Source: an optimization exercise on an open RTL-to-GDS flow (aim: small area and a short achievable clock period). Production flows keep margins and buffers that such runs may drop. Where RTL was checked, it was by simulation tests only, not by an equivalence proof against the original.

== main ==
Design lane_fma, start of the top module:
module lane_fma (
    input  wire        clk,
    input  wire        rst,
    input  wire        in_valid,
    input  wire [2:0]  in_op,
    input  wire [1:0]  in_mod,
    input  wire [31:0] in_a,
    input  wire [31:0] in_b,
    input  wire [31:0] in_c,
    output reg         out_valid,
    output reg  [31:0] out_res,
    output reg         out_clamp,
    output reg         out_bad
);
Size: roughly 410 flip-flops, ~140 I/O pins.
clock: 11.0 ns
lec_check: 0
cap_margin: 20
core_margin: 2
core_utilization: 60
cts_cluster_diameter: 100
cts_cluster_size: 30
slew_margin: 20
standard.sh (not shown) runs the stock make flow with config.mk's settings and CLKGATE_MAP_FILE= SYNTH_SCRIPT=/design/flow/synth_recipe.tcl, a recipe that flattens the netlist after the stock synthesis.
==> flow/flow/run.sh <==
#!/bin/bash
# The standard layout (standard.sh, unchanged synthesis), with two
# settings outside config.mk's list: timing repair aims for 6 ns of setup
# slack, and the port buffers are buf_1 cells. make's full output goes to
# standard.log; each ORFS step logs under orfs/logs/.
export SETUP_SLACK_MARGIN=6
export BUFFER_PORTS_ARGS="-buffer_cell sky130_fd_sc_hd__buf_1"
bash standard.sh > standard.log 2>&1
Here is what was changed in the inputs of the feature branch compared with main.
diff --git a/flow/design.v b/flow/design.v
--- a/flow/design.v
+++ b/flow/design.v
@@ -92,21 +92,21 @@
         r1_mx      <= p_zero ? 24'd0 : {1'b1, xf};
         r1_yf      <= yf;
         r1_bneg    <= e_neg;
         r1_bone    <= e_one;
         r1_btwo    <= e_two;
         r1_mz      <= z_zero ? 24'd0 : {1'b1, zf};
         r1_shn     <= sh_n;
         r1_e76n    <= e76n;
         r1_ze      <= ze;
     end
-    wire        far      = !r1_zz && (r1_pz || r1_shn[10]);
+    wire        far      = r1_far;
     wire        fsticky  = far && !r1_pz;
     wire [6:0]  r1_shamt = far ? 7'd0 : (r1_shn > 11'sd76) ? 7'd76 : r1_shn[6:0];
     wire signed [10:0] r1_e76 = far ? ($signed({3'b000, r1_ze}) + 11'sd1) : r1_e76n;
     wire [23:0] bx = r1_mx;
     wire [25:0] by = {2'b00, 1'b1, r1_yf};       
     wire [12:0] bneg = r1_bneg & {13{~far}};
     wire [12:0] bone = r1_bone & {13{~far}};
     wire [12:0] btwo = r1_btwo & {13{~far}};
     wire [24:0] bx1 = {1'b0, bx};
     wire [24:0] bx2 = {bx, 1'b0};
@@ -2326,56 +2326,53 @@
     wire lz_c29_0 = lz_z21 ? lz_z24 : lz_z17;
     wire lz_c29_1 = lz_z21 ? lz_c28_0 : lz_c21_0;
     wire lz_c29_2 = lz_z21 ? lz_c28_1 : lz_c21_1;
     wire lz_z30 = lz_z14 & lz_z29;
     wire lz_c30_0 = lz_z14 ? lz_z21 : lz_z6;
     wire lz_c30_1 = lz_z14 ? lz_c29_0 : lz_c14_0;
     wire lz_c30_2 = lz_z14 ? lz_c29_1 : lz_c14_1;
     wire lz_c30_3 = lz_z14 ? lz_c29_2 : lz_c14_2;
     wire       lzero = lz_z30;
     wire [4:0] lzc = {lz_z14, lz_c30_0, lz_c30_1, lz_c30_2, lz_c30_3};
-    wire [76:0] mag_ps = mag << {lz_z14, 6'd0};
+    wire [76:0] mag_ps = mag << {lz_z14, lz_c30_0, 5'd0};
     reg        r3_valid;
     reg [1:0]  r3_mod;
     reg        r3_sp_hit, r3_sp_bad, r3_sp_inf, r3_sp_sgn;
     reg        r3_sign, r3_zero;
     reg [76:0] r3_mag;
-    reg        r3_stl;
     reg [4:0]  r3_lz;
     reg signed [10:0] r3_e76;
     always @(posedge clk) begin
         if (rst) r3_valid <= 1'b0;
         else     r3_valid <= r2_valid;
         r3_mod    <= r2_mod;
         r3_sp_hit <= r2_sp_hit;
         r3_sp_bad <= r2_sp_bad;
         r3_sp_inf <= r2_sp_inf;
         r3_sp_sgn <= r2_sp_sgn;
         r3_sign   <= r2_psign ^ sneg;
         r3_zero   <= lzero;
-        r3_mag    <= mag_ps[76:0];
-        r3_stl    <= 1'b0;
+        r3_mag    <= mag_ps;
         r3_lz     <= lzc;
         r3_e76    <= r2_e76;
     end
-    wire [76:0] nrm4 = r3_mag << {r3_lz[3:0], 2'b00};
+    wire [76:0] nrm4 = r3_mag << {r3_lz[2:0], 2'b00};
     wire [1:0]  f    = nrm4[76] ? 2'd0 : nrm4[75] ? 2'd1 : nrm4[74] ? 2'd2 : 2'd3;
     wire [76:0] norm = nrm4 << f;
     wire [23:0] mant = norm[76:53];
     wire        rbit = norm[52];
     reg         stc;
     integer     k;
     always @(*) begin
         stc = 1'b0;
-        stc = r3_stl;
         for (k = 0; k < 49; k = k + 1)
-            if ({1'b0, r3_lz[3:0], 2'b00} < 8'd49 - k[7:0]) stc = stc | r3_mag[k];
+            if ({1'b0, r3_lz[2:0], 2'b00} < 8'd49 - k[7:0]) stc = stc | r3_mag[k];
     end
     wire sticky = stc | (nrm4[51] && f <= 2'd0) | (nrm4[50] && f <= 2'd1) | (nrm4[49] && f <= 2'd2);
     wire signed [10:0] ec   = r3_e76 - $signed({4'b0000, r3_lz, 2'b00});
     wire signed [10:0] epre = ec - $signed({9'd0, f});
     wire        rup  = rbit && (sticky || mant[0]);
     wire        mall = &mant;
     wire        mcy  = mall && rup;                  
     wire [22:0] frac = mant[22:0] + {22'd0, rup};    
     wire        fnz  = (|mant[22:0]) || rup;         
     reg [7:0] eo_c, eo1_c;
--- outcome ---
- The feature branch against main: number of DRC violations after detailed routing comparable, x dimension of the die comparable, global routing met3 resource utilization now larger.
- The run with more setup slack is main; the feature branch has less.
- When the final numbers for the feature branch and main were put side by side, the clock buffer count in the final layout turned out to be smaller in main.
- Delta (the feature branch minus main): global-route usage up 0.70 points, relative max-transition margin fell by 1.1 points.
- Core area: the feature branch vs main up about 1.2%
- In the feature branch, the weighted congestion at the end of routability-driven global placement came out 0.036 above the value in main.
Only the layout flow was run in main; the RTL was not checked for function there.


## before
Another version of the RTL of lane_fma (not shown whole).
Size: ~5400 cells after synthesis.
clock: 11.0 ns
lec_check: 0
cap_margin: 20
core_margin: 2
core_utilization: 60
slew_margin: 20
Scripts as last shown in full above: flow/flow/run.sh
before completed; timing, DRC and antenna clean
Changes in after relative to before:
--- a/flow/design.v
+++ b/flow/design.v
@@ -2279,21 +2279,21 @@
     wire lz_c12_0 = lz_z10 ? ~lzg[1] : ~lzg[3];
     wire lz_z13 = lz_z9 & lz_z12;
     wire lz_c13_0 = lz_z9 ? lz_z10 : lz_z7;
     wire lz_c13_1 = lz_z9 ? lz_c12_0 : lz_c9_0;
     wire lz_z14 = lz_z6 & lz_z13;
     wire lz_c14_0 = lz_z6 ? lz_z9 : lz_z2;
     wire lz_c14_1 = lz_z6 ? lz_c13_0 : lz_c6_0;
     wire lz_c14_2 = lz_z6 ? lz_c13_1 : lz_c6_1;
     wire       lzero = lz_z14;
     wire [3:0] lzc = {lz_z6, lz_c14_0, lz_c14_1, lz_c14_2};
-    wire [76:0] mag_ps = mag;
+    wire [76:0] mag_ps = mag << {lz_z6, 6'd0};
     reg        r3_valid;
     reg [1:0]  r3_mod;
     reg        r3_sp_hit, r3_sp_bad, r3_sp_inf, r3_sp_sgn;
     reg        r3_sign, r3_zero;
     reg [76:0] r3_mag;
     reg        r3_stl;
     reg [3:0]  r3_lz;
     reg signed [10:0] r3_e76;
     always @(posedge clk) begin
         if (rst) r3_valid <= 1'b0;
@@ -2303,32 +2303,32 @@
         r3_sp_bad <= r2_sp_bad;
         r3_sp_inf <= r2_sp_inf;
         r3_sp_sgn <= r2_sp_sgn;
         r3_sign   <= r2_psign ^ sneg;
         r3_zero   <= lzero;
         r3_mag    <= mag_ps[76:0];
         r3_stl    <= 1'b0;
         r3_lz     <= lzc;
         r3_e76    <= r2_e76;
     end
-    wire [76:0] nrm4 = r3_mag << {r3_lz[3:0], 3'b000};
+    wire [76:0] nrm4 = r3_mag << {r3_lz[2:0], 3'b000};
     wire [2:0]  f    = nrm4[76] ? 3'd0 : nrm4[75] ? 3'd1 : nrm4[74] ? 3'd2 : nrm4[73] ? 3'd3 : nrm4[72] ? 3'd4 : nrm4[71] ? 3'd5 : nrm4[70] ? 3'd6 : 3'd7;
     wire [76:0] norm = nrm4 << f;
     wire [23:0] mant = norm[76:53];
     wire        rbit = norm[52];
     reg         stc;
     integer     k;
     always @(*) begin
         stc = 1'b0;
         stc = r3_stl;
         for (k = 0; k < 45; k = k + 1)
-            if ({1'b0, r3_lz[3:0], 3'b000} < 8'd45 - k[7:0]) stc = stc | r3_mag[k];
+            if ({1'b0, r3_lz[2:0], 3'b000} < 8'd45 - k[7:0]) stc = stc | r3_mag[k];
     end
     wire sticky = stc | (nrm4[51] && f <= 3'd0) | (nrm4[50] && f <= 3'd1) | (nrm4[49] && f <= 3'd2) | (nrm4[48] && f <= 3'd3) | (nrm4[47] && f <= 3'd4) | (nrm4[46] && f <= 3'd5) | (nrm4[45] && f <= 3'd6);
     wire signed [10:0] ec   = r3_e76 - $signed({4'b0000, r3_lz, 3'b000});
     wire signed [10:0] epre = ec - $signed({8'd0, f});
     wire        rup  = rbit && (sticky || mant[0]);
     wire        mall = &mant;
     wire        mcy  = mall && rup;                  
     wire [22:0] frac = mant[22:0] + {22'd0, rup};    
     wire        fnz  = (|mant[22:0]) || rup;         
     reg [7:0] eo_c, eo1_c;
[summary]
- Timing, DRC, antenna: 0 failures across before and after
- Max area of the mapped netlist across before and after: before
- after has insertion delay to the later sink of the worst-skew pair below what before had.
- Measured against each other, before and after differ in critical path arrival, the lower figure coming from before.
- The run showing the greater hold slack is after.
- Changes observed in after relative to before: total wire length after detailed routing up about 0.33%; antenna cell count flat; setup slack down 0.16 ns.
- Going from before to after, the final instance area was found to have gone up by about 2.2%.
- Looking at global-route track usage on met3, after sits below before.
Function was not checked in any run of this note: the RTL went through the layout flow alone.

[what the ideal ports hide]
Ports are ideal in the flow. The routed layouts listed here were re-timed in OpenROAD. Step 1 (the two cells are an assumption about what drives the block):
set clk [get_ports {clk}]
set_driving_cell -lib_cell sky130_fd_sc_hd__clkbuf_16 $clk
set_driving_cell -lib_cell sky130_fd_sc_hd__buf_2 [delete_from_list [all_inputs] $clk]
Step 2, shift: input delay + t, output delay - t, t = (earliest + latest rising clock arrival at the registers) / 2. This alone moves slack from input paths to output paths. a / b / c = ideal ports / drivers / drivers and shift; a / b = the first two.
| run | shift t [ns] | setup slack, ns | clock arrival spread, ns |
|---|---|---|---|
| main | 0.667 | 6.017 / 6.017 / 5.598 | 0.082 / 0.082 |
| the feature branch | 0.661 | 5.997 / 5.997 / 5.545 | 0.070 / 0.070 |
| before | 0.682 | 6.080 / 6.080 / 5.543 | 0.056 / 0.056 |
| after | 0.665 | 5.918 / 5.918 / 5.609 | 0.030 / 0.030 |
After both steps every run listed still meets setup and hold. The setup slack of before, which loses most, moves by 0.000 ns with the drivers and by -0.537 ns with both steps.
